This is an optimization exercise on Yosys and OpenROAD, whose aim is small area, a short achievable clock period and few clock cycles per item, not a production implementation.
The RTL was checked by simulation tests, not by an equivalence proof against the original design.

==> config.mk <==
export PLATFORM = sky130hd
export DESIGN_NAME = aes_enc
export DESIGN_NICKNAME = aes_enc
export VERILOG_FILES = /design/flow/design.v
export SDC_FILE = /design/flow/constraint.sdc
export NUM_CORES = 8
export LEC_CHECK = 0
export CAP_MARGIN = 20
export CORE_MARGIN = 2
export CORE_UTILIZATION = 45
export PLACE_DENSITY = 0.6
export SLEW_MARGIN = 20
export SYNTH_HIERARCHICAL = 1
==> constraint.sdc <==
create_clock -name core_clock -period 15.0 [get_ports {clk}]
set_input_delay 3.0000 -clock core_clock [delete_from_list [all_inputs] [get_ports {clk}]]
set_output_delay 3.0000 -clock core_clock [all_outputs]
set_load 0.01 [all_outputs]
==> design.v <==
module aes_sbox (input wire [7:0] x, output wire [7:0] y);
    wire _000_, _001_, _002_, _003_, _004_, _005_, _006_, _007_, _008_, _009_, _010_, _011_, _012_, _013_, _014_, _015_;
    wire _016_, _017_, _018_, _019_, _020_, _021_, _022_, _023_, _024_, _025_, _026_, _027_, _028_, _029_, _030_, _031_;
    wire _032_, _033_, _034_, _035_, _036_, _037_, _038_, _039_, _040_, _041_, _042_, _043_, _044_, _045_, _046_, _047_;
    wire _048_, _049_, _050_, _051_, _052_, _053_, _054_, _055_, _056_, _057_, _058_, _059_, _060_, _061_, _062_, _063_;
    wire _064_, _065_, _066_, _067_, _068_, _069_, _070_, _071_, _072_, _073_, _074_, _075_, _076_, _077_, _078_, _079_;
    wire _080_, _081_, _082_, _083_, _084_, _085_, _086_, _087_, _088_, _089_, _090_, _091_, _092_, _093_, _094_, _095_;
    wire _096_, _097_, _098_, _099_, _100_, _101_, _102_, _103_, _104_, _105_, _106_, _107_, _108_, _109_, _110_, _111_;
    wire _112_, _113_, _114_, _115_, _116_, _117_, _118_, _119_, _120_, _121_, _122_, _123_, _124_, _125_, _126_, _127_;
    wire _128_, _129_, _130_, _131_, _132_, _133_, _134_, _135_, _136_, _137_, _138_, _139_, _140_, _141_, _142_, _143_;
    wire _144_, _145_, _146_, _147_, _148_, _149_, _150_, _151_, _152_, _153_, _154_, _155_, _156_, _157_, _158_, _159_;
    wire _160_, _161_, _162_, _163_, _164_;
    aes_g_nand2b g_165_ (.A_N(x[3]), .B(x[1]), .Y(_067_));
    aes_g_inv g_166_ (.A(x[1]), .Y(_076_));
    aes_g_nand2 g_167_ (.A(_076_), .B(x[3]), .Y(_084_));
    aes_g_nand2 g_168_ (.A(_084_), .B(_067_), .Y(_085_));
    aes_g_inv g_169_ (.A(x[2]), .Y(_086_));
    aes_g_inv g_170_ (.A(x[5]), .Y(_087_));
    aes_g_nand2 g_171_ (.A(_086_), .B(_087_), .Y(_088_));
    aes_g_nand2 g_172_ (.A(x[2]), .B(x[5]), .Y(_089_));
    aes_g_nand2 g_173_ (.A(_088_), .B(_089_), .Y(_090_));
    aes_g_xnor2 g_174_ (.A(_085_), .B(_090_), .Y(_091_));
    aes_g_xnor2 g_175_ (.A(x[2]), .B(x[7]), .Y(_092_));
    aes_g_inv g_176_ (.A(_092_), .Y(_093_));
    aes_g_inv g_177_ (.A(x[6]), .Y(_094_));
    aes_g_nand2 g_178_ (.A(_094_), .B(x[5]), .Y(_095_));
    aes_g_nand2 g_179_ (.A(_087_), .B(x[6]), .Y(_096_));
    aes_g_nand2 g_180_ (.A(_095_), .B(_096_), .Y(_097_));
    aes_g_inv g_181_ (.A(_097_), .Y(_098_));
    aes_g_nand2 g_182_ (.A(_098_), .B(x[0]), .Y(_099_));
    aes_g_nand2b g_183_ (.A_N(x[0]), .B(_097_), .Y(_100_));
    aes_g_nand2 g_184_ (.A(_099_), .B(_100_), .Y(_101_));
    aes_g_nand2 g_185_ (.A(_101_), .B(_076_), .Y(_102_));
    aes_g_inv g_186_ (.A(_101_), .Y(_103_));
    aes_g_nand2 g_187_ (.A(_103_), .B(x[1]), .Y(_104_));
    aes_g_nand2 g_188_ (.A(_104_), .B(_102_), .Y(_105_));
    aes_g_xor2 g_189_ (.A(_093_), .B(_105_), .X(_106_));
    aes_g_inv g_190_ (.A(_106_), .Y(_107_));
    aes_g_inv g_191_ (.A(x[7]), .Y(_108_));
    aes_g_nand2b g_192_ (.A_N(x[4]), .B(_108_), .Y(_109_));
    aes_g_nand2 g_193_ (.A(x[4]), .B(x[7]), .Y(_110_));
    aes_g_nand2 g_194_ (.A(_109_), .B(_110_), .Y(_111_));
    aes_g_inv g_195_ (.A(_111_), .Y(_112_));
    aes_g_nand2 g_196_ (.A(_112_), .B(_085_), .Y(_113_));
    aes_g_nand3 g_197_ (.A(_111_), .B(_067_), .C(_084_), .Y(_114_));
    aes_g_nand2 g_198_ (.A(_113_), .B(_114_), .Y(_115_));
    aes_g_xor2 g_199_ (.A(x[0]), .B(_115_), .X(_116_));
    aes_g_xnor2 g_200_ (.A(x[2]), .B(x[6]), .Y(_117_));
    aes_g_xnor2 g_201_ (.A(_085_), .B(_117_), .Y(_118_));
    aes_g_nand2 g_202_ (.A(_118_), .B(_112_), .Y(_119_));
    aes_g_xnor2 g_203_ (.A(x[2]), .B(x[4]), .Y(_120_));
    aes_g_inv g_204_ (.A(_120_), .Y(_121_));
    aes_g_xor2 g_205_ (.A(_090_), .B(_111_), .X(_122_));
    aes_g_nand2 g_206_ (.A(_122_), .B(_121_), .Y(_123_));
    aes_g_nand2 g_207_ (.A(_119_), .B(_123_), .Y(_124_));
    aes_g_xor2 g_208_ (.A(_098_), .B(_115_), .X(_125_));
    aes_g_nor2 g_209_ (.A(_093_), .B(_125_), .Y(_126_));
    aes_g_inv g_210_ (.A(_126_), .Y(_127_));
    aes_g_o21ai g_211_ (.A1(_119_), .A2(_127_), .B1(_124_), .Y(_128_));
    aes_g_inv g_212_ (.A(_115_), .Y(_129_));
    aes_g_nand2 g_213_ (.A(_108_), .B(_076_), .Y(_130_));
    aes_g_nand2 g_214_ (.A(x[7]), .B(x[1]), .Y(_131_));
    aes_g_nand2 g_215_ (.A(_130_), .B(_131_), .Y(_132_));
    aes_g_inv g_216_ (.A(_132_), .Y(_133_));
    aes_g_nand2 g_217_ (.A(_133_), .B(_120_), .Y(_134_));
    aes_g_nand2 g_218_ (.A(_121_), .B(_132_), .Y(_135_));
    aes_g_nand3 g_219_ (.A(_129_), .B(_134_), .C(_135_), .Y(_136_));
    aes_g_xor2 g_220_ (.A(_117_), .B(_136_), .X(_137_));
    aes_g_xor2 g_221_ (.A(_137_), .B(_128_), .X(_138_));
    aes_g_o21ai g_222_ (.A1(_107_), .A2(_116_), .B1(_138_), .Y(_139_));
    aes_g_or3 g_223_ (.A(_107_), .B(_116_), .C(_138_), .X(_140_));
    aes_g_nand2 g_224_ (.A(_140_), .B(_139_), .Y(_141_));
    aes_g_nand2 g_225_ (.A(_125_), .B(_093_), .Y(_142_));
    aes_g_xor2 g_226_ (.A(_119_), .B(_142_), .X(_143_));
    aes_g_nand2 g_227_ (.A(_135_), .B(_134_), .Y(_144_));
    aes_g_nand2 g_228_ (.A(_129_), .B(_144_), .Y(_145_));
    aes_g_xor2 g_229_ (.A(x[4]), .B(_101_), .X(_146_));
    aes_g_nand2 g_230_ (.A(_146_), .B(x[0]), .Y(_147_));
    aes_g_xor2 g_231_ (.A(_145_), .B(_147_), .X(_148_));
    aes_g_nand2 g_232_ (.A(_127_), .B(_142_), .Y(_149_));
    aes_g_inv g_233_ (.A(_149_), .Y(_150_));
    aes_g_xor2 g_234_ (.A(_150_), .B(_148_), .X(_151_));
    aes_g_xor2 g_235_ (.A(_143_), .B(_151_), .X(_152_));
    aes_g_nor2b g_236_ (.A(_152_), .B_N(_141_), .Y(_153_));
    aes_g_nor2 g_237_ (.A(_133_), .B(_091_), .Y(_154_));
    aes_g_xnor2 g_238_ (.A(_102_), .B(_154_), .Y(_155_));
    aes_g_xnor2 g_239_ (.A(_155_), .B(_128_), .Y(_156_));
    aes_g_nand2 g_240_ (.A(_091_), .B(_133_), .Y(_157_));
    aes_g_nand2 g_241_ (.A(_103_), .B(x[7]), .Y(_158_));
    aes_g_nand2 g_242_ (.A(_101_), .B(_108_), .Y(_159_));
    aes_g_and2 g_243_ (.A(_158_), .B(_159_), .X(_160_));
    aes_g_inv g_244_ (.A(_160_), .Y(_161_));
    aes_g_xnor2 g_245_ (.A(_101_), .B(_091_), .Y(_162_));
    aes_g_inv g_246_ (.A(_162_), .Y(_163_));
    aes_g_nand2 g_247_ (.A(_161_), .B(_163_), .Y(_164_));
    aes_g_xor2 g_248_ (.A(_157_), .B(_164_), .X(_000_));
    aes_g_xor2 g_249_ (.A(x[7]), .B(_091_), .X(_001_));
    aes_g_xor2 g_250_ (.A(_001_), .B(_143_), .X(_002_));
    aes_g_xor2 g_251_ (.A(_000_), .B(_002_), .X(_003_));
    aes_g_nor2 g_252_ (.A(_003_), .B(_152_), .Y(_004_));
    aes_g_o21ai g_253_ (.A1(_141_), .A2(_156_), .B1(_004_), .Y(_005_));
    aes_g_inv g_254_ (.A(_156_), .Y(_006_));
    aes_g_nor2 g_255_ (.A(_006_), .B(_141_), .Y(_007_));
    aes_g_inv g_256_ (.A(_007_), .Y(_008_));
    aes_g_nand3 g_257_ (.A(_152_), .B(_139_), .C(_140_), .Y(_009_));
    aes_g_nand3 g_258_ (.A(_008_), .B(_003_), .C(_009_), .Y(_010_));
    aes_g_and2 g_259_ (.A(_010_), .B(_005_), .X(_011_));
    aes_g_o22ai g_260_ (.A1(_152_), .A2(_003_), .B1(_007_), .B2(_153_), .Y(_012_));
    aes_g_nand2 g_261_ (.A(_008_), .B(_004_), .Y(_013_));
    aes_g_a31oi g_262_ (.A1(_011_), .A2(_012_), .A3(_013_), .B1(_153_), .Y(_014_));
    aes_g_nand2 g_263_ (.A(_014_), .B(_091_), .Y(_015_));
    aes_g_o21ai g_264_ (.A1(_003_), .A2(_141_), .B1(_006_), .Y(_016_));
    aes_g_a32oi g_265_ (.A1(_008_), .A2(_009_), .A3(_016_), .B1(_152_), .B2(_003_), .Y(_017_));
    aes_g_nand2 g_266_ (.A(_017_), .B(_121_), .Y(_018_));
    aes_g_nand2 g_267_ (.A(_016_), .B(_152_), .Y(_019_));
    aes_g_nand2 g_268_ (.A(_019_), .B(_005_), .Y(_020_));
    aes_g_inv g_269_ (.A(_020_), .Y(_021_));
    aes_g_nand2 g_270_ (.A(_011_), .B(_021_), .Y(_022_));
    aes_g_nand2b g_271_ (.A_N(_011_), .B(_020_), .Y(_023_));
    aes_g_nand2 g_272_ (.A(_023_), .B(_022_), .Y(_024_));
    aes_g_nor2 g_273_ (.A(_111_), .B(_024_), .Y(_025_));
    aes_g_xnor2 g_274_ (.A(_018_), .B(_025_), .Y(_026_));
    aes_g_xnor2 g_275_ (.A(_015_), .B(_026_), .Y(_027_));
    aes_g_nand2 g_276_ (.A(_021_), .B(x[0]), .Y(_028_));
    aes_g_nand2 g_277_ (.A(_141_), .B(_006_), .Y(_029_));
    aes_g_a21o g_278_ (.A1(_152_), .A2(_006_), .B1(_003_), .X(_030_));
    aes_g_xor2 g_279_ (.A(_029_), .B(_030_), .X(_031_));
    aes_g_xor2 g_280_ (.A(_020_), .B(_031_), .X(_032_));
    aes_g_nand2 g_281_ (.A(_032_), .B(_129_), .Y(_033_));
    aes_g_xor2 g_282_ (.A(_028_), .B(_033_), .X(_034_));
    aes_g_nand2 g_283_ (.A(_014_), .B(_133_), .Y(_035_));
    aes_g_nand3 g_284_ (.A(_012_), .B(_105_), .C(_013_), .Y(_036_));
    aes_g_nand2 g_285_ (.A(_011_), .B(_163_), .Y(_037_));
    aes_g_xor2 g_286_ (.A(_036_), .B(_037_), .X(_038_));
    aes_g_xor2 g_287_ (.A(_035_), .B(_038_), .X(_039_));
    aes_g_xor2 g_288_ (.A(_034_), .B(_039_), .X(_040_));
    aes_g_xor2 g_289_ (.A(_040_), .B(_027_), .X(y[0]));
    aes_g_nand2 g_290_ (.A(_017_), .B(_122_), .Y(_041_));
    aes_g_nand2 g_291_ (.A(_012_), .B(_013_), .Y(_042_));
    aes_g_xor2 g_292_ (.A(_042_), .B(_031_), .X(_043_));
    aes_g_nand2 g_293_ (.A(_043_), .B(_125_), .Y(_044_));
    aes_g_xor2 g_294_ (.A(_035_), .B(_044_), .X(_045_));
    aes_g_xor2 g_295_ (.A(_041_), .B(_045_), .X(_046_));
    aes_g_nor2 g_296_ (.A(_103_), .B(_042_), .Y(_047_));
    aes_g_inv g_297_ (.A(_047_), .Y(_048_));
    aes_g_xor2 g_298_ (.A(_048_), .B(_038_), .X(_049_));
    aes_g_xor2 g_299_ (.A(_049_), .B(_026_), .X(_050_));
    aes_g_xnor2 g_300_ (.A(_046_), .B(_050_), .Y(y[1]));
    aes_g_nand2 g_301_ (.A(_011_), .B(_161_), .Y(_051_));
    aes_g_xnor2 g_302_ (.A(_051_), .B(_034_), .Y(_052_));
    aes_g_nand2 g_303_ (.A(_021_), .B(_146_), .Y(_053_));
    aes_g_nor2 g_304_ (.A(_107_), .B(_031_), .Y(_054_));
    aes_g_nand2 g_305_ (.A(_048_), .B(_054_), .Y(_055_));
    aes_g_inv g_306_ (.A(_054_), .Y(_056_));
    aes_g_nand2 g_307_ (.A(_056_), .B(_047_), .Y(_057_));
    aes_g_nand2 g_308_ (.A(_057_), .B(_055_), .Y(_058_));
    aes_g_xor2 g_309_ (.A(_053_), .B(_058_), .X(_059_));
    aes_g_xor2 g_310_ (.A(_059_), .B(_052_), .X(_060_));
    aes_g_xor2 g_311_ (.A(_046_), .B(_027_), .X(_061_));
    aes_g_xor2 g_312_ (.A(_060_), .B(_061_), .X(y[2]));
    aes_g_xor2 g_313_ (.A(_028_), .B(_037_), .X(_062_));
    aes_g_nand2 g_314_ (.A(_032_), .B(_144_), .Y(_063_));
    aes_g_nor2 g_315_ (.A(_116_), .B(_031_), .Y(_064_));
    aes_g_xnor2 g_316_ (.A(_064_), .B(_063_), .Y(_065_));
    aes_g_xnor2 g_317_ (.A(_062_), .B(_065_), .Y(_066_));
    aes_g_xnor2 g_318_ (.A(_058_), .B(_026_), .Y(_068_));
    aes_g_xor2 g_319_ (.A(_066_), .B(_068_), .X(y[3]));
    aes_g_inv g_320_ (.A(_027_), .Y(_069_));
    aes_g_xor2 g_321_ (.A(_033_), .B(_065_), .X(_070_));
    aes_g_xor2 g_322_ (.A(_058_), .B(_070_), .X(_071_));
    aes_g_xor2 g_323_ (.A(_069_), .B(_071_), .X(y[4]));
    aes_g_nand2 g_324_ (.A(_043_), .B(_150_), .Y(_072_));
    aes_g_xor2 g_325_ (.A(_035_), .B(_072_), .X(_073_));
    aes_g_nand3 g_326_ (.A(_023_), .B(_118_), .C(_022_), .Y(_074_));
    aes_g_o21ai g_327_ (.A1(_111_), .A2(_024_), .B1(_074_), .Y(_075_));
    aes_g_nand2 g_328_ (.A(_075_), .B(_119_), .Y(_077_));
    aes_g_xor2 g_329_ (.A(_077_), .B(_073_), .X(_078_));
    aes_g_xor2 g_330_ (.A(_052_), .B(_078_), .X(y[5]));
    aes_g_xor2 g_331_ (.A(_054_), .B(_026_), .X(_079_));
    aes_g_xor2 g_332_ (.A(_041_), .B(_074_), .X(_080_));
    aes_g_xor2 g_333_ (.A(_080_), .B(_070_), .X(_081_));
    aes_g_xor2 g_334_ (.A(_079_), .B(_081_), .X(y[6]));
    aes_g_xor2 g_335_ (.A(_063_), .B(_058_), .X(_082_));
    aes_g_xor2 g_336_ (.A(_080_), .B(_082_), .X(_083_));
    aes_g_xnor2 g_337_ (.A(_083_), .B(_027_), .Y(y[7]));
endmodule
module aes_sbox_ni (input wire [7:0] x, output wire [7:0] y);
    wire _000_, _001_, _002_, _003_, _004_, _005_, _006_, _007_, _008_, _009_, _010_, _011_, _012_, _013_, _014_, _015_;
    wire _016_, _017_, _018_, _019_, _020_, _021_, _022_, _023_, _024_, _025_, _026_, _027_, _028_, _029_, _030_, _031_;
    wire _032_, _033_, _034_, _035_, _036_, _037_, _038_, _039_, _040_, _041_, _042_, _043_, _044_, _045_, _046_, _047_;
    wire _048_, _049_, _050_, _051_, _052_, _053_, _054_, _055_, _056_, _057_, _058_, _059_, _060_, _061_, _062_, _063_;
    wire _064_, _065_, _066_, _067_, _068_, _069_, _070_, _071_, _072_, _073_, _074_, _075_, _076_, _077_, _078_, _079_;
    wire _080_, _081_, _082_, _083_, _084_, _085_, _086_, _087_, _088_, _089_, _090_, _091_, _092_, _093_, _094_, _095_;
    wire _096_, _097_, _098_, _099_, _100_, _101_, _102_, _103_, _104_, _105_, _106_, _107_, _108_, _109_, _110_, _111_;
    wire _112_, _113_, _114_, _115_, _116_, _117_, _118_, _119_, _120_, _121_, _122_, _123_, _124_, _125_, _126_, _127_;
    wire _128_, _129_, _130_, _131_, _132_, _133_, _134_, _135_, _136_, _137_, _138_, _139_, _140_, _141_, _142_, _143_;
    wire _144_, _145_, _146_, _147_, _148_, _149_, _150_, _151_, _152_, _153_, _154_, _155_, _156_, _157_, _158_, _159_;
    aes_g_xnor2 g_160_ (.A(x[4]), .B(x[2]), .Y(_066_));
    aes_g_inv g_161_ (.A(_066_), .Y(_075_));
    aes_g_inv g_162_ (.A(x[4]), .Y(_079_));
    aes_g_nand2b g_163_ (.A_N(x[7]), .B(_079_), .Y(_080_));
    aes_g_nand2 g_164_ (.A(x[4]), .B(x[7]), .Y(_081_));
    aes_g_nand2 g_165_ (.A(_080_), .B(_081_), .Y(_082_));
    aes_g_inv g_166_ (.A(_082_), .Y(_083_));
    aes_g_nand2b g_167_ (.A_N(x[3]), .B(x[1]), .Y(_084_));
    aes_g_inv g_168_ (.A(x[1]), .Y(_085_));
    aes_g_nand2 g_169_ (.A(_085_), .B(x[3]), .Y(_086_));
    aes_g_nand2 g_170_ (.A(_086_), .B(_084_), .Y(_087_));
    aes_g_xnor2 g_171_ (.A(x[2]), .B(x[6]), .Y(_088_));
    aes_g_xnor2 g_172_ (.A(_087_), .B(_088_), .Y(_089_));
    aes_g_nand2 g_173_ (.A(_089_), .B(_083_), .Y(_090_));
    aes_g_inv g_174_ (.A(x[5]), .Y(_091_));
    aes_g_nand2b g_175_ (.A_N(x[2]), .B(_091_), .Y(_092_));
    aes_g_nand2 g_176_ (.A(x[2]), .B(x[5]), .Y(_093_));
    aes_g_nand2 g_177_ (.A(_092_), .B(_093_), .Y(_094_));
    aes_g_xor2 g_178_ (.A(_082_), .B(_094_), .X(_095_));
    aes_g_nand2 g_179_ (.A(_095_), .B(_075_), .Y(_096_));
    aes_g_xnor2 g_180_ (.A(_096_), .B(_090_), .Y(_097_));
    aes_g_inv g_181_ (.A(x[0]), .Y(_098_));
    aes_g_inv g_182_ (.A(x[6]), .Y(_099_));
    aes_g_nand2 g_183_ (.A(_099_), .B(x[5]), .Y(_100_));
    aes_g_nand2 g_184_ (.A(_091_), .B(x[6]), .Y(_101_));
    aes_g_nand2 g_185_ (.A(_100_), .B(_101_), .Y(_102_));
    aes_g_inv g_186_ (.A(_102_), .Y(_103_));
    aes_g_nand2 g_187_ (.A(_103_), .B(_098_), .Y(_104_));
    aes_g_nand2 g_188_ (.A(_102_), .B(x[0]), .Y(_105_));
    aes_g_nand2 g_189_ (.A(_104_), .B(_105_), .Y(_106_));
    aes_g_nand2 g_190_ (.A(_106_), .B(x[1]), .Y(_107_));
    aes_g_xnor2 g_191_ (.A(x[7]), .B(x[1]), .Y(_108_));
    aes_g_inv g_192_ (.A(_108_), .Y(_109_));
    aes_g_xnor2 g_193_ (.A(_087_), .B(_094_), .Y(_110_));
    aes_g_nor2 g_194_ (.A(_109_), .B(_110_), .Y(_111_));
    aes_g_xnor2 g_195_ (.A(_107_), .B(_111_), .Y(_112_));
    aes_g_xnor2 g_196_ (.A(_112_), .B(_097_), .Y(_113_));
    aes_g_nand2 g_197_ (.A(_083_), .B(_087_), .Y(_114_));
    aes_g_inv g_198_ (.A(_087_), .Y(_115_));
    aes_g_nand2 g_199_ (.A(_115_), .B(_082_), .Y(_116_));
    aes_g_nand2 g_200_ (.A(_114_), .B(_116_), .Y(_117_));
    aes_g_xor2 g_201_ (.A(_098_), .B(_117_), .X(_118_));
    aes_g_xnor2 g_202_ (.A(x[2]), .B(x[7]), .Y(_119_));
    aes_g_inv g_203_ (.A(_106_), .Y(_120_));
    aes_g_nand2 g_204_ (.A(_120_), .B(_085_), .Y(_121_));
    aes_g_nand2 g_205_ (.A(_121_), .B(_107_), .Y(_122_));
    aes_g_xor2 g_206_ (.A(_119_), .B(_122_), .X(_123_));
    aes_g_inv g_207_ (.A(_117_), .Y(_124_));
    aes_g_nand2 g_208_ (.A(_075_), .B(_108_), .Y(_125_));
    aes_g_nand2 g_209_ (.A(_109_), .B(_066_), .Y(_126_));
    aes_g_nand2 g_210_ (.A(_125_), .B(_126_), .Y(_127_));
    aes_g_inv g_211_ (.A(_127_), .Y(_128_));
    aes_g_nand2 g_212_ (.A(_128_), .B(_124_), .Y(_129_));
    aes_g_xor2 g_213_ (.A(_088_), .B(_129_), .X(_130_));
    aes_g_xor2 g_214_ (.A(_097_), .B(_130_), .X(_131_));
    aes_g_o21ai g_215_ (.A1(_118_), .A2(_123_), .B1(_131_), .Y(_132_));
    aes_g_or3 g_216_ (.A(_118_), .B(_123_), .C(_131_), .X(_133_));
    aes_g_nand2 g_217_ (.A(_133_), .B(_132_), .Y(_134_));
    aes_g_nand2 g_218_ (.A(_124_), .B(_127_), .Y(_135_));
    aes_g_xor2 g_219_ (.A(_079_), .B(_106_), .X(_136_));
    aes_g_nand2 g_220_ (.A(_136_), .B(_098_), .Y(_137_));
    aes_g_xor2 g_221_ (.A(_135_), .B(_137_), .X(_138_));
    aes_g_inv g_222_ (.A(_119_), .Y(_139_));
    aes_g_xor2 g_223_ (.A(_103_), .B(_117_), .X(_140_));
    aes_g_nor2 g_224_ (.A(_139_), .B(_140_), .Y(_141_));
    aes_g_xnor2 g_225_ (.A(_090_), .B(_141_), .Y(_142_));
    aes_g_xor2 g_226_ (.A(_138_), .B(_142_), .X(_143_));
    aes_g_nand2 g_227_ (.A(_110_), .B(_109_), .Y(_144_));
    aes_g_nand2 g_228_ (.A(_140_), .B(_139_), .Y(_145_));
    aes_g_xor2 g_229_ (.A(_090_), .B(_145_), .X(_146_));
    aes_g_xor2 g_230_ (.A(_106_), .B(_110_), .X(_147_));
    aes_g_xor2 g_231_ (.A(_082_), .B(_136_), .X(_148_));
    aes_g_nand2b g_232_ (.A_N(_147_), .B(_148_), .Y(_149_));
    aes_g_xor2 g_233_ (.A(_146_), .B(_149_), .X(_150_));
    aes_g_or2 g_234_ (.A(_144_), .B(_150_), .X(_151_));
    aes_g_nand2 g_235_ (.A(_150_), .B(_144_), .Y(_152_));
    aes_g_nand2 g_236_ (.A(_151_), .B(_152_), .Y(_153_));
    aes_g_inv g_237_ (.A(_153_), .Y(_154_));
    aes_g_o211ai g_238_ (.A1(_113_), .A2(_134_), .B1(_143_), .C1(_154_), .Y(_155_));
    aes_g_inv g_239_ (.A(_113_), .Y(_156_));
    aes_g_nor2 g_240_ (.A(_156_), .B(_143_), .Y(_157_));
    aes_g_nor3 g_241_ (.A(_134_), .B(_143_), .C(_153_), .Y(_158_));
    aes_g_nor2 g_242_ (.A(_157_), .B(_158_), .Y(_159_));
    aes_g_nand2 g_243_ (.A(_159_), .B(_155_), .Y(_000_));
    aes_g_inv g_244_ (.A(_134_), .Y(_001_));
    aes_g_nand2 g_245_ (.A(_001_), .B(_113_), .Y(_002_));
    aes_g_o211ai g_246_ (.A1(_134_), .A2(_143_), .B1(_153_), .C1(_002_), .Y(_003_));
    aes_g_nand2 g_247_ (.A(_155_), .B(_003_), .Y(_004_));
    aes_g_inv g_248_ (.A(_004_), .Y(_005_));
    aes_g_nand2 g_249_ (.A(_005_), .B(_000_), .Y(_006_));
    aes_g_o21ai g_250_ (.A1(_000_), .A2(_003_), .B1(_006_), .Y(_007_));
    aes_g_nand4 g_251_ (.A(_154_), .B(_156_), .C(_134_), .D(_143_), .Y(_008_));
    aes_g_o21ai g_252_ (.A1(_113_), .A2(_143_), .B1(_154_), .Y(_009_));
    aes_g_o21ai g_253_ (.A1(_113_), .A2(_001_), .B1(_009_), .Y(_010_));
    aes_g_nand2 g_254_ (.A(_010_), .B(_008_), .Y(_011_));
    aes_g_nand2 g_255_ (.A(_134_), .B(_143_), .Y(_012_));
    aes_g_nand2 g_256_ (.A(_154_), .B(_143_), .Y(_013_));
    aes_g_nand2 g_257_ (.A(_013_), .B(_002_), .Y(_014_));
    aes_g_o21ai g_258_ (.A1(_156_), .A2(_013_), .B1(_014_), .Y(_015_));
    aes_g_nand2 g_259_ (.A(_015_), .B(_012_), .Y(_016_));
    aes_g_inv g_260_ (.A(_016_), .Y(_017_));
    aes_g_nand2 g_261_ (.A(_017_), .B(_011_), .Y(_018_));
    aes_g_inv g_262_ (.A(_011_), .Y(_019_));
    aes_g_nand2 g_263_ (.A(_019_), .B(_016_), .Y(_020_));
    aes_g_nand2 g_264_ (.A(_018_), .B(_020_), .Y(_021_));
    aes_g_xnor2 g_265_ (.A(_007_), .B(_021_), .Y(_022_));
    aes_g_nand2 g_266_ (.A(_022_), .B(_075_), .Y(_023_));
    aes_g_nand2 g_267_ (.A(_007_), .B(_083_), .Y(_024_));
    aes_g_nand2 g_268_ (.A(_005_), .B(_015_), .Y(_025_));
    aes_g_nand3 g_269_ (.A(_025_), .B(_110_), .C(_012_), .Y(_026_));
    aes_g_xor2 g_270_ (.A(_026_), .B(_024_), .X(_027_));
    aes_g_xor2 g_271_ (.A(_027_), .B(_023_), .X(_028_));
    aes_g_inv g_272_ (.A(_000_), .Y(_029_));
    aes_g_nand2 g_273_ (.A(_029_), .B(_098_), .Y(_030_));
    aes_g_xnor2 g_274_ (.A(_000_), .B(_011_), .Y(_031_));
    aes_g_inv g_275_ (.A(_031_), .Y(_032_));
    aes_g_nor2 g_276_ (.A(_117_), .B(_032_), .Y(_033_));
    aes_g_xnor2 g_277_ (.A(_030_), .B(_033_), .Y(_034_));
    aes_g_and3 g_278_ (.A(_025_), .B(_109_), .C(_012_), .X(_035_));
    aes_g_inv g_279_ (.A(_035_), .Y(_036_));
    aes_g_nand2 g_280_ (.A(_017_), .B(_122_), .Y(_037_));
    aes_g_nand2 g_281_ (.A(_005_), .B(_147_), .Y(_038_));
    aes_g_xnor2 g_282_ (.A(_038_), .B(_037_), .Y(_039_));
    aes_g_xor2 g_283_ (.A(_036_), .B(_039_), .X(_040_));
    aes_g_xor2 g_284_ (.A(_034_), .B(_040_), .X(_041_));
    aes_g_xor2 g_285_ (.A(_028_), .B(_041_), .X(y[0]));
    aes_g_xor2 g_286_ (.A(_024_), .B(_023_), .X(_042_));
    aes_g_nand2 g_287_ (.A(_022_), .B(_095_), .Y(_043_));
    aes_g_nand3 g_288_ (.A(_018_), .B(_020_), .C(_140_), .Y(_044_));
    aes_g_xor2 g_289_ (.A(_036_), .B(_044_), .X(_045_));
    aes_g_xnor2 g_290_ (.A(_045_), .B(_043_), .Y(_046_));
    aes_g_nor2 g_291_ (.A(_120_), .B(_016_), .Y(_047_));
    aes_g_xor2 g_292_ (.A(_047_), .B(_039_), .X(_048_));
    aes_g_xor2 g_293_ (.A(_048_), .B(_046_), .X(_049_));
    aes_g_xor2 g_294_ (.A(_042_), .B(_049_), .X(y[1]));
    aes_g_nor2 g_295_ (.A(_148_), .B(_004_), .Y(_050_));
    aes_g_xor2 g_296_ (.A(_050_), .B(_034_), .X(_051_));
    aes_g_nand2 g_297_ (.A(_029_), .B(_136_), .Y(_052_));
    aes_g_nor2 g_298_ (.A(_123_), .B(_019_), .Y(_053_));
    aes_g_xor2 g_299_ (.A(_047_), .B(_053_), .X(_054_));
    aes_g_xor2 g_300_ (.A(_052_), .B(_054_), .X(_055_));
    aes_g_xor2 g_301_ (.A(_055_), .B(_051_), .X(_056_));
    aes_g_xor2 g_302_ (.A(_028_), .B(_046_), .X(_057_));
    aes_g_xor2 g_303_ (.A(_057_), .B(_056_), .X(y[2]));
    aes_g_nor2 g_304_ (.A(_128_), .B(_032_), .Y(_058_));
    aes_g_nor2 g_305_ (.A(_118_), .B(_019_), .Y(_059_));
    aes_g_xor2 g_306_ (.A(_059_), .B(_058_), .X(_060_));
    aes_g_xor2 g_307_ (.A(_038_), .B(_030_), .X(_061_));
    aes_g_xor2 g_308_ (.A(_061_), .B(_060_), .X(_062_));
    aes_g_xor2 g_309_ (.A(_054_), .B(_042_), .X(_063_));
    aes_g_xor2 g_310_ (.A(_062_), .B(_063_), .X(y[3]));
    aes_g_xnor2 g_311_ (.A(_033_), .B(_060_), .Y(_064_));
    aes_g_xor2 g_312_ (.A(_054_), .B(_028_), .X(_065_));
    aes_g_xor2 g_313_ (.A(_064_), .B(_065_), .X(y[4]));
    aes_g_nand2 g_314_ (.A(_007_), .B(_089_), .Y(_067_));
    aes_g_nand2 g_315_ (.A(_024_), .B(_067_), .Y(_068_));
    aes_g_nand2 g_316_ (.A(_068_), .B(_090_), .Y(_069_));
    aes_g_nor2 g_317_ (.A(_119_), .B(_021_), .Y(_070_));
    aes_g_xnor2 g_318_ (.A(_070_), .B(_069_), .Y(_071_));
    aes_g_xor2 g_319_ (.A(_045_), .B(_071_), .X(_072_));
    aes_g_xnor2 g_320_ (.A(_072_), .B(_051_), .Y(y[5]));
    aes_g_xor2 g_321_ (.A(_067_), .B(_043_), .X(_073_));
    aes_g_xor2 g_322_ (.A(_073_), .B(_064_), .X(_074_));
    aes_g_xor2 g_323_ (.A(_053_), .B(_042_), .X(_076_));
    aes_g_xor2 g_324_ (.A(_076_), .B(_074_), .X(y[6]));
    aes_g_xnor2 g_325_ (.A(_058_), .B(_054_), .Y(_077_));
    aes_g_xor2 g_326_ (.A(_077_), .B(_073_), .X(_078_));
    aes_g_xor2 g_327_ (.A(_028_), .B(_078_), .X(y[7]));
endmodule
module aes_g_a21o (input wire A1, input wire A2, input wire B1, output wire X);
    assign X = (A1&A2) | (B1);
endmodule
module aes_g_a31oi (input wire A1, input wire A2, input wire A3, input wire B1, output wire Y);
    assign Y = (~A1&~B1) | (~A2&~B1) | (~A3&~B1);
endmodule
module aes_g_a32oi (input wire A1, input wire A2, input wire A3, input wire B1, input wire B2, output wire Y);
    assign Y = (~A1&~B1) | (~A1&~B2) | (~A2&~B1) | (~A3&~B1) | (~A2&~B2) | (~A3&~B2);
endmodule
module aes_g_and2 (input wire A, input wire B, output wire X);
    assign X = (A&B);
endmodule
module aes_g_and3 (input wire A, input wire B, input wire C, output wire X);
    assign X = (A&B&C);
endmodule
module aes_g_inv (input wire A, output wire Y);
    assign Y = (~A);
endmodule
module aes_g_nand2 (input wire A, input wire B, output wire Y);
    assign Y = (~A) | (~B);
endmodule
module aes_g_nand2b (input wire A_N, input wire B, output wire Y);
    assign Y = (A_N) | (~B);
endmodule
module aes_g_nand3 (input wire A, input wire B, input wire C, output wire Y);
    assign Y = (~A) | (~B) | (~C);
endmodule
module aes_g_nand4 (input wire A, input wire B, input wire C, input wire D, output wire Y);
    assign Y = (~A) | (~B) | (~C) | (~D);
endmodule
module aes_g_nor2 (input wire A, input wire B, output wire Y);
    assign Y = (~A&~B);
endmodule
module aes_g_nor2b (input wire A, input wire B_N, output wire Y);
    assign Y = (~A&B_N);
endmodule
module aes_g_nor3 (input wire A, input wire B, input wire C, output wire Y);
    assign Y = (~A&~B&~C);
endmodule
module aes_g_o211ai (input wire A1, input wire A2, input wire B1, input wire C1, output wire Y);
    assign Y = (~A1&~A2) | (~B1) | (~C1);
endmodule
module aes_g_o21ai (input wire A1, input wire A2, input wire B1, output wire Y);
    assign Y = (~A1&~A2) | (~B1);
endmodule
module aes_g_o22ai (input wire A1, input wire A2, input wire B1, input wire B2, output wire Y);
    assign Y = (~B1&~B2) | (~A1&~A2);
endmodule
module aes_g_or2 (input wire A, input wire B, output wire X);
    assign X = (A) | (B);
endmodule
module aes_g_or3 (input wire A, input wire B, input wire C, output wire X);
    assign X = (A) | (B) | (C);
endmodule
module aes_g_xnor2 (input wire A, input wire B, output wire Y);
    assign Y = (~A&~B) | (A&B);
endmodule
module aes_g_xor2 (input wire A, input wire B, output wire X);
    assign X = (A&~B) | (~A&B);
endmodule
module aes_xor2_b  (input wire a, input wire b, output wire y); assign y = a ^ b;    endmodule
module aes_xnor2_b (input wire a, input wire b, output wire y); assign y = ~(a ^ b); endmodule
module aes_nand2_b (input wire a, input wire b, output wire y); assign y = ~(a & b); endmodule
module aes_nor2_b  (input wire a, input wire b, output wire y); assign y = ~(a | b); endmodule
module aes_inv_b   (input wire a, output wire y);               assign y = ~a;       endmodule
module aes_o22ai_b (input wire a1, input wire a2, input wire b1, input wire b2, output wire y);
    assign y = ~((a1 | a2) & (b1 | b2));
endmodule
module aes_a22o_b  (input wire a1, input wire a2, input wire b1, input wire b2, output wire y);
    assign y = (a1 & a2) | (b1 & b2);
endmodule
module aes_o21ai_b (input wire a1, input wire a2, input wire b1, output wire y);
    assign y = ~((a1 | a2) & b1);
endmodule
module aes_a222oi_b (input wire sa, input wire a, input wire sb, input wire b, input wire sc, input wire c,
                     output wire y);
    assign y = ~((sa & a) | (sb & b) | (sc & c));
endmodule
module aes_xor2 #(parameter W = 1) (input wire [W-1:0] a, input wire [W-1:0] b, output wire [W-1:0] y);
    genvar i;
    generate for (i = 0; i < W; i = i + 1) begin : g
        aes_xor2_b u (.a(a[i]), .b(b[i]), .y(y[i]));
    end endgenerate
endmodule
module aes_xnor2 #(parameter W = 1) (input wire [W-1:0] a, input wire [W-1:0] b, output wire [W-1:0] y);
    genvar i;
    generate for (i = 0; i < W; i = i + 1) begin : g
        aes_xnor2_b u (.a(a[i]), .b(b[i]), .y(y[i]));
    end endgenerate
endmodule
module aes_nand2 #(parameter W = 1) (input wire [W-1:0] a, input wire [W-1:0] b, output wire [W-1:0] y);
    genvar i;
    generate for (i = 0; i < W; i = i + 1) begin : g
        aes_nand2_b u (.a(a[i]), .b(b[i]), .y(y[i]));
    end endgenerate
endmodule
module aes_nor2 #(parameter W = 1) (input wire [W-1:0] a, input wire [W-1:0] b, output wire [W-1:0] y);
    genvar i;
    generate for (i = 0; i < W; i = i + 1) begin : g
        aes_nor2_b u (.a(a[i]), .b(b[i]), .y(y[i]));
    end endgenerate
endmodule
module aes_inv #(parameter W = 1) (input wire [W-1:0] a, output wire [W-1:0] y);
    genvar i;
    generate for (i = 0; i < W; i = i + 1) begin : g
        aes_inv_b u (.a(a[i]), .y(y[i]));
    end endgenerate
endmodule
module aes_o22ai #(parameter W = 1) (input wire [W-1:0] a, input wire sa, input wire [W-1:0] b, input wire sb,
                                     output wire [W-1:0] y);
    genvar i;
    generate for (i = 0; i < W; i = i + 1) begin : g
        aes_o22ai_b u (.a1(a[i]), .a2(sa), .b1(b[i]), .b2(sb), .y(y[i]));
    end endgenerate
endmodule
module aes_a222oi #(parameter W = 1) (input wire sa, input wire [W-1:0] a, input wire sb, input wire [W-1:0] b,
                                      input wire sc, input wire [W-1:0] c, output wire [W-1:0] y);
    genvar i;
    generate for (i = 0; i < W; i = i + 1) begin : g
        aes_a222oi_b u (.sa(sa), .a(a[i]), .sb(sb), .b(b[i]), .sc(sc), .c(c[i]), .y(y[i]));
    end endgenerate
endmodule
module aes_a22o #(parameter W = 1) (input wire sa, input wire [W-1:0] a, input wire sb, input wire [W-1:0] b,
                                    output wire [W-1:0] y);
    genvar i;
    generate for (i = 0; i < W; i = i + 1) begin : g
        aes_a22o_b u (.a1(sa), .a2(a[i]), .b1(sb), .b2(b[i]), .y(y[i]));
    end endgenerate
endmodule
module aes_o21ai #(parameter W = 1) (input wire s, input wire [W-1:0] a, input wire [W-1:0] b, output wire [W-1:0] y);
    genvar i;
    generate for (i = 0; i < W; i = i + 1) begin : g
        aes_o21ai_b u (.a1(s), .a2(a[i]), .b1(b[i]), .y(y[i]));
    end endgenerate
endmodule
module aes_enc (
    input  wire         clk,
    input  wire         rst,         
    input  wire         start,       
    input  wire [1:0]   key_len,     
    input  wire [255:0] key,         
    input  wire [127:0] din,         
    output wire         ready,       
    output reg          done,        
    output wire [127:0] dout
);
    reg        rdy;          
    reg        rsel, nrsel;  
    reg        xv, xm192, xm256, xr1;
    reg  [2:0] xkc;
    reg  [3:0] xcnt;
    reg  [7:0] xrcon;
    reg        yv, ym192, ym256, ylast;
    reg  [2:0] ykc;
    reg  [3:0] ycnt;
    reg  [7:0] yrcon;
    assign ready = rdy;
    function [2:0] kc_next;
        input [2:0] kc;
        input       m192, m256;
        kc_next = m192 ? ((kc == 3'd4) ? 3'd2 : (kc == 3'd2) ? 3'd0 : 3'd4) :
                  m256 ? (kc ^ 3'd4) : 3'd0;
    endfunction
    wire       xm192_d = rdy ? (key_len == 2'd1) : ym192;
    wire       xm256_d = rdy ? (key_len == 2'd2) : ym256;
    wire [2:0] xkc_d   = rdy ? ((key_len == 2'd0) ? 3'd0 : 3'd4) : kc_next(ykc, ym192, ym256);
    wire       xr1_d   = rdy;
    wire [7:0] xrcon_d = rdy ? 8'h01 : ym02 ? ({yrcon[6:0], 1'b0} ^ (yrcon[7] ? 8'h1b : 8'h00)) : yrcon;
    wire       kc0_d  = (xkc_d == 3'd0);
    wire       kc4_d  = (xkc_d == 3'd4);
    wire       p0_d   = kc0_d || (xm256_d && kc4_d && !xr1_d);   
    wire       p2_d   = xm192_d && kc4_d;                        
    wire       ik01_d = xr1_d && (xm256_d || xm192_d);           
    wire       ik23_d = xr1_d && xm256_d;                        
    wire [2:0] nkc_d  = kc_next(xkc_d, xm192_d, xm256_d);        
    reg kc0, p2, xrotw;
    reg sa01, sb01, sa23, sb23, sc;      
    reg c0, c1, c2, c3;                  
    reg xm01, xm23;                      
    reg xsna, xsnb, xsnc;                
    always @(posedge clk) begin
        kc0   <= kc0_d;
        p2    <= p2_d;
        xrotw <= kc0_d || p2_d;
        sa01  <= xm256_d || ik01_d;
        sb01  <= xm192_d && !ik01_d;
        sa23  <= xm256_d;
        sb23  <= xm192_d;
        sc    <= !xm192_d && !xm256_d;
        c0    <= !(p0_d || ik01_d);
        c1    <= !ik01_d;
        c2    <= !(p2_d || ik23_d);
        c3    <= !ik23_d;
        xm01  <= p0_d;
        xm23  <= p0_d || p2_d;
        xsna  <= (nkc_d == 3'd0);
        xsnb  <= xm256_d && (nkc_d == 3'd4);
        xsnc  <= xm192_d && (nkc_d == 3'd4);
    end
    reg ym02, m01, m23, sna, snb, snc;
    always @(posedge clk) begin
        ym02 <= xrotw;
        m01  <= xm01;
        m23  <= xm23;
        sna  <= xsna;
        snb  <= xsnb;
        snc  <= xsnc;
    end
    reg  [255:0] kw, km;             
    reg  [31:0]  sin, sw;
    wire [31:0]  K [0:7];
    genvar k;
    generate
        for (k = 0; k < 8; k = k + 1) begin : g_k
            assign K[k] = kw[255 - 32*k -: 32];
        end
    endgenerate
    wire [31:0] sw_d;
    aes_sbox u_ks0 (.x(sin[31:24]), .y(sw_d[31:24]));
    aes_sbox u_ks1 (.x(sin[23:16]), .y(sw_d[23:16]));
    aes_sbox u_ks2 (.x(sin[15:8]),  .y(sw_d[15:8]));
    aes_sbox u_ks3 (.x(sin[7:0]),   .y(sw_d[7:0]));
    wire [31:0] wold_n [0:3];
    aes_a222oi #(32) u_wo0 (.sa(sa01), .a(K[0]), .sb(sb01), .b(K[2]), .sc(sc), .c(K[4]), .y(wold_n[0]));
    aes_a222oi #(32) u_wo1 (.sa(sa01), .a(K[1]), .sb(sb01), .b(K[3]), .sc(sc), .c(K[5]), .y(wold_n[1]));
    aes_a222oi #(32) u_wo2 (.sa(sa23), .a(K[2]), .sb(sb23), .b(K[4]), .sc(sc), .c(K[6]), .y(wold_n[2]));
    aes_a222oi #(32) u_wo3 (.sa(sa23), .a(K[3]), .sb(sb23), .b(K[5]), .sc(sc), .c(K[7]), .y(wold_n[3]));
    wire [7:0] r0n = ~({8{kc0}} & xrcon);
    wire [7:0] r2n = ~({8{p2}} & xrcon);
    wire [31:0] A [0:3];
    wire [31:0] t0, t1, t2, t3;
    wire [7:0]  q0, q2;
    aes_nand2 #(32) u_t0  (.a({32{c0}}), .b(K[7]), .y(t0));
    aes_nand2 #(8)  u_q0  (.a(t0[31:24]), .b(r0n), .y(q0));
    aes_xnor2 #(8)  u_a0h (.a(wold_n[0][31:24]), .b(q0), .y(A[0][31:24]));
    aes_xor2  #(24) u_a0l (.a(wold_n[0][23:0]), .b(t0[23:0]), .y(A[0][23:0]));
    aes_nand2 #(32) u_t1  (.a({32{c1}}), .b(A[0]), .y(t1));
    aes_xor2  #(32) u_a1  (.a(wold_n[1]), .b(t1), .y(A[1]));
    aes_nand2 #(32) u_t2  (.a({32{c2}}), .b(A[1]), .y(t2));
    aes_nand2 #(8)  u_q2  (.a(t2[31:24]), .b(r2n), .y(q2));
    aes_xnor2 #(8)  u_a2h (.a(wold_n[2][31:24]), .b(q2), .y(A[2][31:24]));
    aes_xor2  #(24) u_a2l (.a(wold_n[2][23:0]), .b(t2[23:0]), .y(A[2][23:0]));
    aes_nand2 #(32) u_t3  (.a({32{c3}}), .b(A[2]), .y(t3));
    aes_xor2  #(32) u_a3  (.a(wold_n[3]), .b(t3), .y(A[3]));
    wire [31:0] g0, g2;
    wire [127:0] nw_n;
    aes_nand2 #(32) u_g0 (.a({32{m01}}), .b(sw), .y(g0));
    aes_nand2 #(32) u_g2 (.a({32{m23}}), .b(sw), .y(g2));
    wire [31:0] Am [0:3];
    assign Am[0] = km[255:224];
    assign Am[1] = km[223:192];
    assign Am[2] = km[191:160];
    assign Am[3] = km[159:128];
    aes_xor2  #(32) u_n0 (.a(Am[0]), .b(g0), .y(nw_n[127:96]));
    aes_xor2  #(32) u_n1 (.a(Am[1]), .b(g0), .y(nw_n[95:64]));
    aes_xor2  #(32) u_n2 (.a(Am[2]), .b(g2), .y(nw_n[63:32]));
    aes_xor2  #(32) u_n3 (.a(Am[3]), .b(g2), .y(nw_n[31:0]));
    wire [255:0] kw_d;
    wire [127:0] kh_n;
    aes_a22o  #(128) u_kwh (.sa(rsel), .a(key[127:0]), .sb(nrsel), .b(km[127:0]), .y(kw_d[255:128]));
    aes_nand2 #(128) u_khn (.a({128{rsel}}), .b(key[255:128]), .y(kh_n));
    aes_o21ai #(128) u_kwl (.s(rsel), .a(nw_n), .b(kh_n), .y(kw_d[127:0]));
    wire [31:0] k67, x237_n, nsin;
    aes_xor2  #(32) u_k67  (.a(km[63:32]), .b(km[31:0]), .y(k67));
    aes_xor2  #(32) u_x237 (.a(k67), .b(nw_n[31:0]), .y(x237_n));
    aes_a222oi #(32) u_nsin (.sa(sna), .a({nw_n[23:0], nw_n[31:24]}), .sb(snb), .b(nw_n[31:0]),
                             .sc(snc), .c({x237_n[23:0], x237_n[31:24]}), .y(nsin));
    wire [31:0] sin0 = (key_len == 2'd1) ? {key[87:64], key[95:88]} : {key[151:128], key[159:152]};
    wire [31:0] sin_d = rsel ? sin0 : nsin;
    reg  [127:0] xs_n, y;
    wire [127:0] y_d;
    genvar n;
    generate
        for (n = 0; n < 16; n = n + 1) begin : g_sb
            aes_sbox_ni u_sb (.x(xs_n[127 - 8*n -: 8]), .y(y_d[127 - 8*n -: 8]));
        end
    endgenerate
    wire [7:0] sr [0:15];
    generate
        for (n = 0; n < 16; n = n + 1) begin : g_sr
            assign sr[n] = y[127 - 8*(((n / 4 + n % 4) % 4) * 4 + n % 4) -: 8];
        end
    endgenerate
    wire [127:0] mc, srw;
    generate
        for (n = 0; n < 4; n = n + 1) begin : g_mc
            wire [31:0] s = {sr[4*n], sr[4*n + 1], sr[4*n + 2], sr[4*n + 3]};
            wire [31:0] u;           
            wire [31:0] w;           
            wire [11:0] h;           
            aes_xor2 #(32) u_u (.a(s), .b({s[23:0], s[31:24]}), .y(u));
            aes_xor2 #(32) u_w (.a({s[23:0], s[31:24]}), .b({u[15:0], u[31:16]}), .y(w));
            genvar i;
            for (i = 0; i < 4; i = i + 1) begin : g_i
                wire [7:0] ui = u[31 - 8*i -: 8];
                aes_xor2 #(3) u_h (.a({ui[0], ui[2], ui[3]}), .b({3{ui[7]}}), .y(h[3*i +: 3]));
                aes_xor2 #(8) u_m (.a(w[31 - 8*i -: 8]),
                                   .b({ui[6:4], h[3*i], h[3*i + 1], ui[1], h[3*i + 2], ui[7]}),
                                   .y(mc[127 - 32*n - 8*i -: 8]));
            end
            assign srw[127 - 32*n -: 32] = s;
        end
    endgenerate
    wire [127:0] xmc, dk, xs_d;
    aes_xnor2 #(128) u_xmc (.a(mc), .b(nw_n), .y(xmc));
    aes_xor2  #(128) u_dk  (.a(din), .b(key[255:128]), .y(dk));
    aes_o22ai #(128) u_xs  (.a(dk), .sa(nrsel), .b(xmc), .sb(rsel), .y(xs_d));
    reg  [127:0] dout_r;
    wire [127:0] dout_d;
    aes_xnor2 #(128) u_fin (.a(srw), .b(nw_n), .y(dout_d));
    assign dout = dout_r;
    always @(posedge clk) begin
        xs_n   <= xs_d;
        y      <= y_d;
        kw     <= kw_d;
        km     <= {A[0], A[1], A[2], A[3], kw[127:0]};
        sin    <= sin_d;
        sw     <= sw_d;
        dout_r <= dout_d;
    end
    wire       load    = start && rdy;
    wire       xv_d    = !rst && (load || (yv && !ylast));
    wire [3:0] xcnt_d  = rdy ? ((key_len == 2'd0) ? 4'd10 : (key_len == 2'd1) ? 4'd12 : 4'd14) :
                         ycnt - 4'd1;
    wire       rdy_d   = rst || ((!xv || xcnt == 4'd1) && (!xv_d || xcnt_d <= 4'd10));
    always @(posedge clk) begin
        xv    <= xv_d;
        xcnt  <= xcnt_d;
        xm192 <= xm192_d;
        xm256 <= xm256_d;
        xkc   <= xkc_d;
        xrcon <= xrcon_d;
        xr1   <= xr1_d;
        yv    <= !rst && xv;
        ym192 <= xm192;
        ym256 <= xm256;
        ykc   <= xkc;
        ycnt  <= xcnt;
        yrcon <= xrcon;
        ylast <= (xcnt == 4'd1);
        rdy   <= rdy_d;
        rsel  <= rdy_d;
        nrsel <= !rdy_d;
        done  <= !rst && yv && ylast;
    end
endmodule
==> flow/run.sh <==
#!/bin/bash
# Layout flow: the standard flow (standard.sh, unchanged synthesis), with
# plain buf_1 cells as the port buffers instead of the flow's default choice,
# and timing repair asked for a setup margin (the SDC is unchanged).
set -euo pipefail
bash standard.sh "BUFFER_PORTS_ARGS=-buffer_cell sky130_fd_sc_hd__buf_1" "SETUP_SLACK_MARGIN=10.5" \
  finish > make_finish.log 2>&1
==> standard.sh <==
#!/bin/bash
# synth_recipe.tcl (not shown) runs the flow's synth.tcl, then flattens the netlist and writes it again
# the make line also repeats each setting of config.mk as NAME=value (left out here)
make -C /OpenROAD-flow-scripts/flow DESIGN_CONFIG=/design/flow/config.mk WORK_HOME=/design/flow/orfs CLKGATE_MAP_FILE= SYNTH_SCRIPT=/design/flow/synth_recipe.tcl "${@:-finish}"
==> results of run 1 <==
[per-stage QoR]
step	setup slack (ns)	util (%)
after CTS	10.56	52.0
after detailed placement	10.22	48.9
after global routing	10.44	52.5
after global placement	10.27	48.9
after floorplan	9.14	-
final	10.62	52.5
[state kept, by name (all words and copies together) (netlist names), 3 cells and up]
name / count
km: 256
kw: 256
dout_r: 128
xs_n: 128
y: 128
sin: 32
sw: 32
xrcon: 8
yrcon: 8
xcnt: 4
ycnt: 4
xkc: 3
ykc: 3
[layer usage]
layer / GRT usage (%) / vias up / part of all wire, %
met4: 16.0 / 8 / 5.3
li1: - / 22700 / -
met2: 52.6 / 2123 / 44
met1: 44.5 / 23000 / 42
met5: 0 / - / 0.024
met3: 6.53 / 400 / 8.4
[cell usage after synthesis (2+ instances only)]
cell	number	area share, %
or2_1	16	0.18
a22o_1	128	2.0
nor3_2	17	0.30
buf_1	2	0.013
clkbuf_1	7	0.046
o21ai_0	4	0.035
o21ai_1	229	2.0
a32oi_1	4	0.061
xnor2_1	644	9.9
inv_1	468	3.1
nor2_1	253	1.7
nor3_1	2	0.018
buf_6	3	0.059
nor2b_1	4	0.044
a211oi_1	3	0.039
nand2b_1	85	0.93
o211ai_2	32	0.70
a21o_1	4	0.053
and2_1	8	0.088
dfxtp_1	1021	36
a222oi_1	160	2.8
xor2_1	1733	27
a31oi_1	5	0.055
nor3b_1	2	0.026
a21oi_1	40	0.35
buf_2	4	0.035
nand2_1	1459	9.6
mux2i_1	38	0.67
nor2b_4	4	0.096
or3_1	20	0.22
nand3_1	58	0.51
o22ai_1	132	1.4
and3_1	16	0.18
nand4_1	16	0.18
[final cells by class]
type                            instances  area share, %
Clock buffer                          155           4.89
Antenna cell                            3         0.0114
Tap cell                             1650           3.13
Inverter                              469           2.67
Timing Repair Buffer                  580           3.71
Clock inverter                         55          0.940
Multi-Input combinational cell       5130           53.7
Sequential cell                      1021           31.0
[cell families after synthesis]
family / share of synthesized area, %
AO/OA/AOI/OAI: 9.65
XOR/XNOR: 36.5
adder cells (fa/ha/maj): 0.0219
buffers and inverters: 3.25
flip-flops: 35.8
multiplexers: 0.666
AND/OR/NAND/NOR: 14.1
[per-module statistics from Yosys (local to each module, per instance), a selection]
module | copies in the design | cells inside
aes_g_or2 | 16 | 1
aes_g_and3 | 16 | 1
aes_xor2_b | 864 | 1
aes_o21ai_b | 128 | 1
aes_g_a32oi | 4 | 1
aes_g_a21o | 4 | 1
aes_g_o21ai | 100 | 1
aes_g_xnor2 | 368 | 1
aes_g_nor2b | 4 | 1
aes_a222oi_b | 160 | 1
aes_g_a31oi | 4 | 1
aes_o22ai_b | 128 | 1
aes_g_or3 | 20 | 1
aes_g_nor3 | 16 | 1
[worst reg2reg max path, delay by kind of cell (launching register included)]
kind | cells | cell delay (ns)
xor+xnor | 10 | 2.58
compound gates | 1 | 0.16
simple gates | 6 | 0.75
buf+inv | 2 | 0.23
flops | 1 | 0.46
[final timing paths]
| check | end | depth (start not counted) | start | slack, ns |
|---|---|---|---|---|
| worst min register to register | ykc[0]$_DFF_P_ | 0 | xkc[0]$_DFF_P_ | 0.33 |
| worst min-delay path | ykc[0]$_DFF_P_ | 0 | xkc[0]$_DFF_P_ | 0.33 |
| worst max register to register | sw[20]$_DFF_P_ | 19 | sin[23]$_DFF_P_ | 10.74 |
| worst max-delay path | ready | 1 | rsel$_DFF_P_ | 10.62 |
[timing repair]
action,4_1_cts,5_1_grt
pin swaps,0,6
setup endpoints to repair,1,93
endpoints found under the hold margin,0,0
resized for setup,1,84
setup buffers,3,2
==> flow_summary.yaml, run 1 <==
global_routing:
  grt_max_degree: 151
  antenna_found_initial: 9
  grt_pass1_wl_um: 318000
  grt_overflow: 0
  grt_pass1_vias: 46400
  track_usage_pct: 33.7
sta:
  final-max-slew-violation-count: 0
  tns_ns: 0
  timing.fmax_ghz: 0.228
  period_minus_slack_ns: 4.38
  layout_worst_path_cycle_share_pct: 29.2
  holdWs_ns: 0.326
  finalHoldViolations: 0
  relSlewSlack_pct: 11.8
  setup_viol: 0
  grt_setup_unrepaired: "yes"
  worstMarginPinSlew_ns: 1.32
  finalClockSkew_ns: 0.0427
clock_network:
  cts_made_buffers: 113
  cts_tree: "built"
  holdBufCountCts: 0
  clock_tree.root_cell: "clkbuf_16"
  clk_pin_slew_ns: 0.06
  h-tree-depth: 3
  clock-sinks: 1021
  clk_path_buf_depth: 3
  clock_latency_ns: 0.76
yosys:
  syn_area_per_cell_um2: 8.60
  synth_nets: 7027
  ys_seq_elements: 1021
  yosys_warnings: 7
  synth_edf_count: 0
  yosysSeqAreaShare_pct: 35.8
  synth_cells: 6637
  ys_types: 50
  synth_area_um2: 57100
  async_flop_share_pct: 0
  ys.flop_type: "dfxtp_1"
layout:
  syn2layout_area_growth_pct: 15.7
  nFillCells: 12200
  register_area_um2: 20500
  final_cell_mix: "1660 x xor2_1, 1459 x nand2_1, 1009 x dfxtp_1"
  multi_input_area_um2: 35400
  stdcell_count: 9063
  design_area_um2: 66000
  nNetsFinal: 7705
  drive_above_1_share_pct: 5.59
  layout_commonest_cell: "xor2_1"
floorplanning:
  die_x_um: 360
  row_count: 130
  die_area_um2: 130000
  ioPinCount: 519
  core_area_um2: 126000
  start_util_pct: 45.4
  die_h_um: 360
worst_setup_path:
  cp_slowest_cell: "dfxtp_4"
  critical_path.max_stage_delay_ns: 0.43
  cp-end-kind: "output pin"
  crit_path_start_kind: "register"
  critical_path_buf_inv_count: 1
  critPathMaxFanout: 2
  path_cells: "buf_2"
  path_class: "reg2out"
  critPathTopFamily: "flip-flops"
  worstPathRequired_ns: 12.00
  cp.arrival_ns: 1.38
drt:
  drtPass1Iterations: 7
  antenna_left: 0
  drtIter0Drc: 5663
  viasPerCell: 5.32
  wl_per_cell_um: 25.0
  drcViolationCount: 0
  vias: 48200
  wl_um: 226000
status:
  outcome: "timing/DRC/antenna clean"
placement:
  dpl_cell_area_um2: 61500
  place_inst: 8845
  port_buffers: 518
  place_hpwl_um: 180000
  globalplace.congestion: 0.995
hold_path:
  min_path_type: "reg2reg"
flow_run:
  drv_cap: 0
Testbench counts, summed over its fixed seeds: cycles 28,456, blocks 2,400.
==> run 2, diff against run 1 <==
==> flow/run.sh (replaced) <==
#!/bin/bash
# Layout flow: the standard flow (standard.sh, unchanged synthesis), with
# plain buf_1 cells as the port buffers instead of the flow's default choice,
# a clock tree of clkbuf_8 cells without dummy loads, and timing repair asked
# for a setup margin (the SDC is unchanged).
set -euo pipefail
bash standard.sh "BUFFER_PORTS_ARGS=-buffer_cell sky130_fd_sc_hd__buf_1" "SETUP_SLACK_MARGIN=10.5" \
  "CTS_ARGS=-sink_clustering_enable -repair_clock_nets -dont_use_dummy_load -buf_list sky130_fd_sc_hd__clkbuf_8" \
  finish > make_finish.log 2>&1
==> flow_summary.yaml, run 2 <==
global_routing:
  grt_overflow: 0
  grt_max_degree: 151
  track_usage_pct: 33.7
  grt_pass1_vias: 46600
  antenna_found_initial: 9
  grt_pass1_wl_um: 318000
clock_network:
  cts_tree: "built"
  clk_pin_slew_ns: 0.06
  holdBufCountCts: 0
  clock-sinks: 1021
  clk_path_buf_depth: 3
  h-tree-depth: 4
  cts_made_buffers: 176
  clock_latency_ns: 0.89
  clock_tree.root_cell: "clkbuf_8"
yosys:
  yosysTopAreaCellShare_pct: 35.8
  syn_area_per_cell_um2: 8.60
  yosysSeqAreaShare_pct: 35.8
  synth_xor_area_share_pct: 36.5
  ys_top_cells_by_count: "1733 x xor2_1, 1459 x nand2_1, 1021 x dfxtp_1"
  yosys.area.top_type: "dfxtp_1"
  synth_top_family_by_area: "XOR/XNOR gates"
  ys_types: 50
  synth_area_um2: 57100
  yosys-top-cells-area: "dfxtp_1 36%, xor2_1 27%, xnor2_1 9.9%"
  synth.most_common_cell: "xor2_1"
  yosys_warnings: 7
  synthAdderAreaFrac_pct: 0.0219
  synth_edf_count: 0
  synth_cells: 6637
  synth_compound_area_share_pct: 9.65
  synth_simple_gate_area_share_pct: 14.1
  synth_nets: 7027
  ys_seq_elements: 1021
  ys.flop_type: "dfxtp_1"
  synth.area.mux_share_pct: 0.666
  async_flop_share_pct: 0
floorplanning:
  ioPinCount: 519
  die_x_um: 360
  die_area_um2: 130000
  start_util_pct: 45.4
  row_count: 130
  core_area_um2: 126000
  die_h_um: 360
sta:
  finalClockSkew_ns: 0.0912
  final-max-slew-violation-count: 0
  timing.fmax_ghz: 0.225
  relSlewSlack_pct: 13.9
  period_minus_slack_ns: 4.44
  tns_ns: 0
  worstMarginPinSlew_ns: 1.29
  layout_worst_path_cycle_share_pct: 29.6
  finalHoldViolations: 0
  grt_setup_unrepaired: "yes"
  setup_viol: 0
hold_path:
  worstHoldPathCells: 0
  min_path_type: "reg2reg"
worst_setup_path:
  cp-end-kind: "output pin"
  reg2regPathDepth: 19
  cp_slowest_cell: "dfxtp_4"
  critPathMaxFanout: 2
  critPathTopFamily: "flip-flops"
  r2r_slack_ns: 10.75
  worstPathRequired_ns: 12.00
  cp_num_cells: 1
  critical_path.max_stage_delay_ns: 0.43
  path_cells: "buf_6"
  crit_path_start_kind: "register"
  cp.arrival_ns: 1.44
  path_class: "reg2out"
  critical_path_buf_inv_count: 1
layout:
  nFillCells: 12300
  reg.largest.list: "km: 256 flops, kw: 256 flops"
  multi_input_area_um2: 35400
  nNetsFinal: 7768
  stdcell_count: 9034
  layout_commonest_cell: "xor2_1"
  register_area_um2: 20500
  syn2layout_area_growth_pct: 13.2
  drive_above_1_share_pct: 5.42
  final_cell_mix: "1662 x xor2_1, 1458 x nand2_1, 1008 x dfxtp_1"
placement:
  globalplace.congestion: 0.995
  place_inst: 8845
  place_hpwl_um: 180000
  port_buffers: 518
drt:
  wl_um: 226000
  antenna_left: 0
  drcViolationCount: 0
  wl_per_cell_um: 25.1
  viasPerCell: 5.36
  drtIter0Drc: 5410
  vias: 48400
  drtPass1Iterations: 10
status:
  outcome: "timing/DRC/antenna clean"
flow_run:
  drv_cap: 0
==> run 2: cell families after synthesis <==
family | Yosys count
AO/OA/AOI/OAI | 748
XOR/XNOR | 2377
adder cells (fa/ha/maj) | 1
buffers and inverters | 486
flip-flops | 1021
multiplexers | 38
AND/OR/NAND/NOR | 1966
==> run 2: worst paths after layout <==
path	from	end
max	rsel$_DFF_P_	ready
max reg2reg	sin[21]$_DFF_P_	sw[20]$_DFF_P_
min	kw[36]$_DFF_P_	km[36]$_DFF_P_
min reg2reg	kw[36]$_DFF_P_	km[36]$_DFF_P_
==> run 2: stage by stage <==
stage | worst slack [ns] | utilization (%) | instance area, um^2 | hold WS [ns]
floorplan | 9.14 | - | 57100 | 0.310
global placement | 10.27 | 48.9 | 61500 | 0.311
detailed placement | 10.22 | 48.9 | 61500 | 0.314
CTS | 10.48 | 50.9 | 64000 | 0.306
global route | 10.40 | 51.4 | 64600 | 0.307
finish | 10.56 | 51.4 | 64600 | 0.322
==> run 2: per-module statistics from Yosys, one instance, submodules excluded, excerpt <==
module / cells / area, um^2 / flops+latches
aes_g_a32oi: 1 / 8.76 / 0
aes_g_xnor2: 1 / 8.76 / 0
aes_g_nand2b: 1 / 6.26 / 0
aes_g_o22ai: 1 / 6.26 / 0
aes_g_nand4: 1 / 6.26 / 0
aes_g_o21ai: 1 / 5.00 / 0
aes_nand2_b: 1 / 3.75 / 0
==> run 2: repair_timing <==
| item | 4_1_cts | 5_1_grt |
|---|---|---|
| resized for setup | 7 | 83 |
| pin swaps | 0 | 7 |
| endpoints found under the setup margin | 4 | 93 |
| gates cloned | 0 | 0 |
| buffers inserted | 3 | 2 |
==> run 2: layout make-up <==
cell class / instances / area share (%)
Inverter: 469 / 2.72
Timing Repair Buffer: 580 / 3.80
Antenna cell: 8 / 0.0310
Multi-Input combinational cell: 5130 / 54.8
Clock buffer: 176 / 3.75
Tap cell: 1650 / 3.20
Sequential cell: 1021 / 31.7
==> run 2: routing by layer <==
layer	wire length (um)	vias up	global-route usage, %
met3	20400	375	6.39
met4	11300	4	15.6
met1	94600	23000	44.5
met2	100000	2311	53.0
li1	-	22700	-
met5	22	-	0

[static timing again, ports no longer ideal]
How much do the figures lean on ideal ports? The routed layouts below were timed once more, with nothing changed but the port constraints. Step 1 (the two cells are an assumption about what drives the block):
set clk [get_ports {clk}]
set_driving_cell -lib_cell sky130_fd_sc_hd__clkbuf_16 $clk
set_driving_cell -lib_cell sky130_fd_sc_hd__buf_2 [delete_from_list [all_inputs] $clk]
Step 2 moves the port delays by t, midway between the first and last clock arrival at a register: inputs arrive t later, outputs are due t later. That takes back most of the time a late clock gives input paths. Slacks: no drivers / after step 1 / after step 2; pairs: no drivers / after step 1.
run	t (ns)	setup WS [ns]	slew at the worst register clock pin (ns)
run 1	0.819	10.616 / 10.536 / 10.186	0.07 / 0.07
run 2	0.928	10.564 / 10.478 / 10.186	0.07 / 0.07
After both steps setup and hold are still met in every run listed. For run 1, which loses most, drivers alone change the setup slack by -0.080 ns; drivers and shift together by -0.430 ns.
